Context: an optimization exercise on an open-source flow, tuned for small area and a short achievable clock period. The choices shown serve that exercise and are no tape-out recipe.
The RTL was checked by simulation tests, not by an equivalence proof against the original design.

--- flow/run.sh ---
#!/bin/bash
# synth_recipe.tcl (not shown) runs the flow's synth.tcl, then flattens the netlist and writes it again
# the make line also repeats each setting of config.mk as NAME=value (left out here)
make -C /OpenROAD-flow-scripts/flow DESIGN_CONFIG=/design/flow/config.mk WORK_HOME=/design/flow/orfs CLKGATE_MAP_FILE= SYNTH_SCRIPT=/design/flow/synth_recipe.tcl finish
--- flow/constraint.sdc ---
create_clock -name core_clock -period 70.0 [get_ports {clk}]
set_input_delay 14.0000 -clock core_clock [delete_from_list [all_inputs] [get_ports {clk}]]
set_output_delay 14.0000 -clock core_clock [all_outputs]
set_load 0.01 [all_outputs]
--- flow/design.v ---
module crc_engine (
    input  wire [31:0] crc_in,
    input  wire [31:0] data,
    input  wire [1:0]  nbytes,    
    input  wire [31:0] poly,
    input  wire [4:0]  wm1,
    input  wire        refin,
    output wire [31:0] crc_out
);
    wire [4:0]  sh = ~wm1;              
    wire [31:0] p  = poly << sh;
    reg  [31:0] c, c8, c16;
    reg  [7:0]  b;
    reg         fb;
    integer     i, j;
    always @* begin
        c = crc_in << sh;
        c8 = 32'd0; c16 = 32'd0;
        for (i = 0; i < 4; i = i + 1) begin
            for (j = 0; j < 8; j = j + 1)
                b[j] = refin ? data[8*i + 7 - j] : data[8*i + j];
            for (j = 7; j >= 0; j = j - 1) begin
                fb = c[31] ^ b[j];
                c  = (c << 1) ^ (fb ? p : 32'd0);
            end
            if (i == 0) c8 = c;
            if (i == 1) c16 = c;
        end
    end
    wire [31:0] c_sel = (nbytes == 2'd0) ? c8 : (nbytes == 2'd1) ? c16 : c;
    assign crc_out = c_sel >> sh;
endmodule
module crc_unit (
    input  wire        clk,
    input  wire        rst_n,
    input  wire        wr_cfg,
    input  wire        wr_poly,
    input  wire        wr_init,
    input  wire        wr_xorout,
    input  wire        wr_val,
    input  wire        wr_ctrl,
    input  wire        wr_data,      
    input  wire [1:0]  data_size,    
    input  wire [31:0] wdata,
    output wire [31:0] cfg_rd,
    output wire [31:0] poly_rd,
    output wire [31:0] init_rd,
    output wire [31:0] xorout_rd,
    output wire [31:0] val_rd,
    output wire [31:0] res_rd,
    output wire        en
);
    reg        cfg_en, cfg_refin, cfg_refout;
    reg [4:0]  cfg_wm1;
    reg [31:0] poly, init, xorout, val;
    wire [31:0] mask = 32'hFFFF_FFFF >> (5'd31 - cfg_wm1);
    wire [31:0] crc_next;
    crc_engine u_engine (
        .crc_in (val),
        .data   (wdata),
        .nbytes (data_size),
        .poly   (poly),
        .wm1    (cfg_wm1),
        .refin  (cfg_refin),
        .crc_out(crc_next)
    );
    always @(posedge clk) begin
        if (!rst_n) begin
            cfg_en     <= 1'b0;
            cfg_refin  <= 1'b1;
            cfg_refout <= 1'b1;
            cfg_wm1    <= 5'd31;
            poly       <= 32'h04C1_1DB7;
            init       <= 32'hFFFF_FFFF;
            xorout     <= 32'hFFFF_FFFF;
            val        <= 32'hFFFF_FFFF;
        end else begin
            if (wr_cfg) begin
                cfg_en     <= wdata[31];
                cfg_refin  <= wdata[30];
                cfg_refout <= wdata[29];
                cfg_wm1    <= wdata[4:0];
            end
            if (wr_poly)   poly   <= wdata & mask;
            if (wr_init)   init   <= wdata & mask;
            if (wr_xorout) xorout <= wdata & mask;
            if (wr_val)
                val <= wdata & mask;
            else if (wr_ctrl && wdata[0])
                val <= init & mask;
            else if (wr_data)
                val <= crc_next;
        end
    end
    reg [31:0] val_rev;
    integer k;
    always @* begin
        for (k = 0; k < 32; k = k + 1)
            val_rev[k] = val[31 - k];
    end
    wire [31:0] val_m   = val & mask;
    wire [31:0] refl    = val_rev >> (5'd31 - cfg_wm1);
    wire [31:0] res     = ((cfg_refout ? refl : val_m) ^ xorout) & mask;
    assign cfg_rd    = {cfg_en, cfg_refin, cfg_refout, 24'd0, cfg_wm1};
    assign poly_rd   = poly & mask;
    assign init_rd   = init & mask;
    assign xorout_rd = xorout & mask;
    assign val_rd    = val_m;
    assign res_rd    = res;
    assign en        = cfg_en;
endmodule
module crc_units (
    input  wire        clk,
    input  wire        rst_n,
    input  wire        req_valid,
    input  wire        req_write,
    input  wire [15:0] req_addr,     
    input  wire [1:0]  req_size,     
    input  wire [31:0] req_wdata,
    output reg         rsp_valid,
    output reg         rsp_err,
    output reg  [31:0] rsp_rdata
);
    localparam R_CFG = 4'h0, R_POLY = 4'h1, R_INIT = 4'h2, R_XOROUT = 4'h3,
               R_VAL = 4'h4, R_RES  = 4'h5, R_CTRL = 4'h6, R_DATA8  = 4'h7,
               R_DATA16 = 4'h8, R_DATA32 = 4'h9;
    wire       in_block  = (req_addr[15:8] == 8'd0);
    wire [1:0] unit      = req_addr[7:6];
    wire [3:0] reg_idx   = req_addr[5:2];
    wire       reg_ok    = (reg_idx <= R_DATA32);
    wire       size_ok   = (req_size == 2'd2) && (req_addr[1:0] == 2'b00);
    wire       is_data   = (reg_idx == R_DATA8) || (reg_idx == R_DATA16) ||
                           (reg_idx == R_DATA32);
    wire [3:0] unit_en;
    wire addr_ok  = in_block && reg_ok && size_ok;
    wire data_err = req_write && is_data && !unit_en[unit];
    wire err      = !addr_ok || data_err;
    wire do_write = req_valid && req_write && !err;
    wire [1:0] data_size = (reg_idx == R_DATA8)  ? 2'd0 :
                           (reg_idx == R_DATA16) ? 2'd1 : 2'd2;
    wire [31:0] cfg_rd   [0:3];
    wire [31:0] poly_rd  [0:3];
    wire [31:0] init_rd  [0:3];
    wire [31:0] xorout_rd[0:3];
    wire [31:0] val_rd   [0:3];
    wire [31:0] res_rd   [0:3];
    genvar g;
    generate
        for (g = 0; g < 4; g = g + 1) begin : g_unit
            wire sel = do_write && (unit == g);
            crc_unit u_unit (
                .clk      (clk),
                .rst_n    (rst_n),
                .wr_cfg   (sel && reg_idx == R_CFG),
                .wr_poly  (sel && reg_idx == R_POLY),
                .wr_init  (sel && reg_idx == R_INIT),
                .wr_xorout(sel && reg_idx == R_XOROUT),
                .wr_val   (sel && reg_idx == R_VAL),
                .wr_ctrl  (sel && reg_idx == R_CTRL),
                .wr_data  (sel && is_data),
                .data_size(data_size),
                .wdata    (req_wdata),
                .cfg_rd   (cfg_rd[g]),
                .poly_rd  (poly_rd[g]),
                .init_rd  (init_rd[g]),
                .xorout_rd(xorout_rd[g]),
                .val_rd   (val_rd[g]),
                .res_rd   (res_rd[g]),
                .en       (unit_en[g])
            );
        end
    endgenerate
    reg [31:0] rd;
    always @* begin
        case (reg_idx)
            R_CFG:    rd = cfg_rd[unit];
            R_POLY:   rd = poly_rd[unit];
            R_INIT:   rd = init_rd[unit];
            R_XOROUT: rd = xorout_rd[unit];
            R_VAL:    rd = val_rd[unit];
            R_RES:    rd = res_rd[unit];
            default:  rd = 32'd0;    
        endcase
    end
    always @(posedge clk) begin
        if (!rst_n) begin
            rsp_valid <= 1'b0;
            rsp_err   <= 1'b0;
            rsp_rdata <= 32'd0;
        end else begin
            rsp_valid <= req_valid;
            rsp_err   <= req_valid && err;
            rsp_rdata <= (req_valid && !req_write && !err) ? rd : 32'd0;
        end
    end
endmodule
--- flow/config.mk ---
export PLATFORM = sky130hd
export DESIGN_NAME = crc_units
export DESIGN_NICKNAME = crc_units
export VERILOG_FILES = /design/flow/design.v
export SDC_FILE = /design/flow/constraint.sdc
export NUM_CORES = 4
export LEC_CHECK = 0
export CAP_MARGIN = 20
export CORE_MARGIN = 2
export CORE_UTILIZATION = 25
export PLACE_DENSITY = 0.4
export SLEW_MARGIN = 20
==> impl_metrics.toml <==
[outcome]
status = "no timing/DRC/antenna violations"

[clock_network]
numCtsBuffers = 81
insertion_delay_ns = 0.77
clockBufferDepth = 3
postCtsSetupBuffers = 0
cts-root-buf = "clkbuf_16"
cts_resized = 0
holdBufCountCts = 0
cts.clk_slew.worst_paths_ns = 0.06
htreeDepth = 3
clock-sinks = 578
cts_tree = "yes"

[synthesis]
netlist_top_cells_count = "3694 x nor2_1, 3114 x xnor2_1, 2423 x nand2_1"
synth_adder_area_share_pct = 0
ys_warn_count = 3
yosysUniqueCellTypes = 150
synth_compound_area_share_pct = 27.8
async_reset_ff_share_pct = 0
synth_edf_count = 0
synth_top_cell_by_area = "xnor2_1"
syn-num-nets = 20911
synthMuxAreaShare_pct = 9.88
syn_area_per_cell_um2 = 6.63
synth_xor_area_share_pct = 23.7
synthTopCellsByArea = "xnor2_1 20%, nor2_1 10%, dfxtp_1 8.4%"
ys_seq_area_share_pct = 8.36
yosys.area_share.simple_pct = 23.8
syn_area_um2 = 138000
ys_seq_elements = 578
synthFlopType = "dfxtp_1"
synth.top_cell.area_share_pct = 19.7
synth_top_family_by_area = "compound AO/OA/AOI/OAI gates"
synthCells = 20857
synth_most_common_cell = "nor2_1"

[worst_setup_path]
crit_path_max_incr_delay_ns = 1.02
worst_ep_required_time_ns = 70.57
slowest_stage = "a221oi_1"
cp_top_family = "simple AND/OR/NAND/NOR gates"
crit_buf_inv = 11
crit_type = "primary input to flop"
crit_path_end_kind = "flop"
crit_top_cell = "buf_4"
cp-start-kind = "primary input"
path_max_fanout = 38
crit_arrival_ns = 38.49

[die]
rows = 273
start_util_pct = 25.1
io_pins = 88
die_w_um = 748
die_y_um = 748
die_area_um2 = 559000
core_area_um2 = 552000

[sta]
slew_headroom_pct = 12.1
tightest_slew_ns = 1.30
final.period_utilization_pct = 54.2
setup_viol = 0
finalMaxSlewViolations = 0
tns_ns = 0
rsz0062_at_grt = "false"
hold_viol_final = 0
layout_min_cycle_time_ns = 37.92
fmax_mhz = 26.4
clock_skew_ns = 0.0726

[final_layout]
drive_above_1_share_pct = 9.77
fill_cells = 61640
area_growth_pct = 8.96
fin_nets = 19881
finish.utilization_pct = 27.3

[global_routing]
antenna_found_initial = 109
grt_overflow = 0
grt_start_max_net_pins = 123
grt_use_total_pct = 32.9
grt_pass1_vias = 152068
grt_pass1_wl_um = 1330000

[worst_hold_path]
worstHoldPathType = "flop to flop"

[placed_design]
hpwl_um = 732000
place.gp.congestion = 1.05
port_buffers = 87

[routing]
wl_per_cell_um = 35.7
vias = 168693
drcViolationCount = 0
drt_iter0_drc = 26871
dr.pass1.iters = 9
totalWireLength_um = 974000
viasPerCell = 6.19
detail-route-antenna-nets = 0

[job]
cap_violations = 0
-- logic make-up after synthesis --
group                     Yosys count
and+or+nand+nor                  7823
AOI/OAI and AO/OA                5719
xor gates and xnor gates         3586
buffers and inverters            2104
muxes                            1047
DFF                               578
-- per-layer routing --
metal	wire (um)	GRT usage, %
met5	249	0
met4	65500	18.7
met3	105000	7.94
met2	398000	47.5
met1	405000	44.4
-- per-stage QoR --
| stage | worst slack (ns) | cell area, um^2 | std cells | hold WS (ns) |
|---|---|---|---|---|
| 6_report | 32.08 | 151000 | 27260 | 0.485 |
| 4_1_cts | 32.82 | 150000 | 27177 | 0.485 |
| 2_1_floorplan | 40.96 | 138000 | 20857 | 0.429 |
| 3_5_place_dp | 32.16 | 148000 | 27028 | 0.471 |
| 5_1_grt | 31.25 | 151000 | 27202 | 0.503 |
| 3_3_place_gp | 31.94 | 147000 | 27022 | 0.459 |
-- placed cells by master, fill, tap and decap left out, types with 52 or more instances in the layout --
master / count
nor3_1: 371
a21o_1: 85
o211ai_1: 525
nand3_1: 430
o221ai_1: 132
xor2_1: 345
buf_4: 828
o21ai_0: 1007
xnor2_2: 64
or3_1: 129
o22ai_1: 549
mux2i_1: 617
nor4_1: 118
o21ai_1: 87
nand2b_1: 69
and2_1: 119
nor2_1: 3653
a22o_1: 93
a31oi_1: 178
a222oi_1: 106
a211oi_1: 219
a211o_1: 57
o32ai_1: 61
nand4_1: 67
xnor2_1: 3066
mux2_2: 177
o21a_1: 61
clkbuf_16: 82
a221oi_1: 187
o31ai_1: 66
clkdlybuf4s50_1: 52
dfxtp_1: 550
xnor3_1: 70
diode_2: 80
a22oi_1: 235
a32oi_1: 57
and3_1: 107
a21oi_1: 1312
nand2_1: 2408
mux4_2: 233
-- path summary, 6_finish.rpt --
| kind | startpoint | end | slack, ns | cells past startpoint |
|---|---|---|---|---|
| max | req_wdata[1] | g_unit[0].u_unit.val[4] | 32.08 | 65 |
| min | g_unit[2].u_unit.init[26] | g_unit[2].u_unit.init[26] | 0.48 | 2 |
| max reg2reg | g_unit[0].u_unit.cfg_wm1[0] | g_unit[0].u_unit.val[4] | 43.56 | 68 |
| min reg2reg | g_unit[2].u_unit.init[26] | g_unit[2].u_unit.init[26] | 0.48 | 2 |
-- sequential cells by signal, indices dropped and copies added, names as in the netlist --
register and flops:
g_unit.u_unit.cfg_en 4, g_unit.u_unit.poly 128, g_unit.u_unit.xorout 128, g_unit.u_unit.cfg_wm1 20, rsp_valid 1, rsp_rdata 32
g_unit.u_unit.init 128, g_unit.u_unit.val 128, g_unit.u_unit.cfg_refout 4, g_unit.u_unit.cfg_refin 4, rsp_err 1
-- worst register-to-register path, delay by kind of cell (launching register included) --
family,cells,cell delay [ns]
xor+xnor,8,2.18
simple gates,23,8.65
flops,1,0.81
mux,3,1.01
buf+inv,12,4.96
compound gates,22,8.60
-- area by class of cell --
cell class                      count  area [um^2]  area share, %
Multi-Input combinational cell  18175       120000           79.3
Tap cell                         7287         9120           6.05
Clock buffer                      109         2290           1.52
Timing Repair Buffer              929         7170           4.76
Clock inverter                     40          549          0.364
Sequential cell                   578        11700           7.73
Inverter                           62          238          0.158
Antenna cell                       80          200          0.133

-- port drivers added, routing unchanged --
Ports are ideal in the flow. The routed layout listed here was re-timed in OpenROAD.
Step 1: set_driving_cell puts a clkbuf_16 on clk and a buf_2 on each other input, an assumption about the parent block.
Step 2 also shifts input and output timing later by t, the mid clock arrival at the registers, as if the neighbouring blocks saw the same clock.
a / b / c = ideal / step 1 / step 2; a / b = the first two.
t, ns: 0.827
setup slack, ns: 32.077 / 32.151 / 31.325
latest minus earliest clock arrival (ns): 0.073 / 0.073
worst register clock-pin slew, ns: 0.07 / 0.07
After both steps setup and hold are still met in this run. The setup slack of this run moves by +0.074 ns with the drivers and by -0.752 ns with both steps.
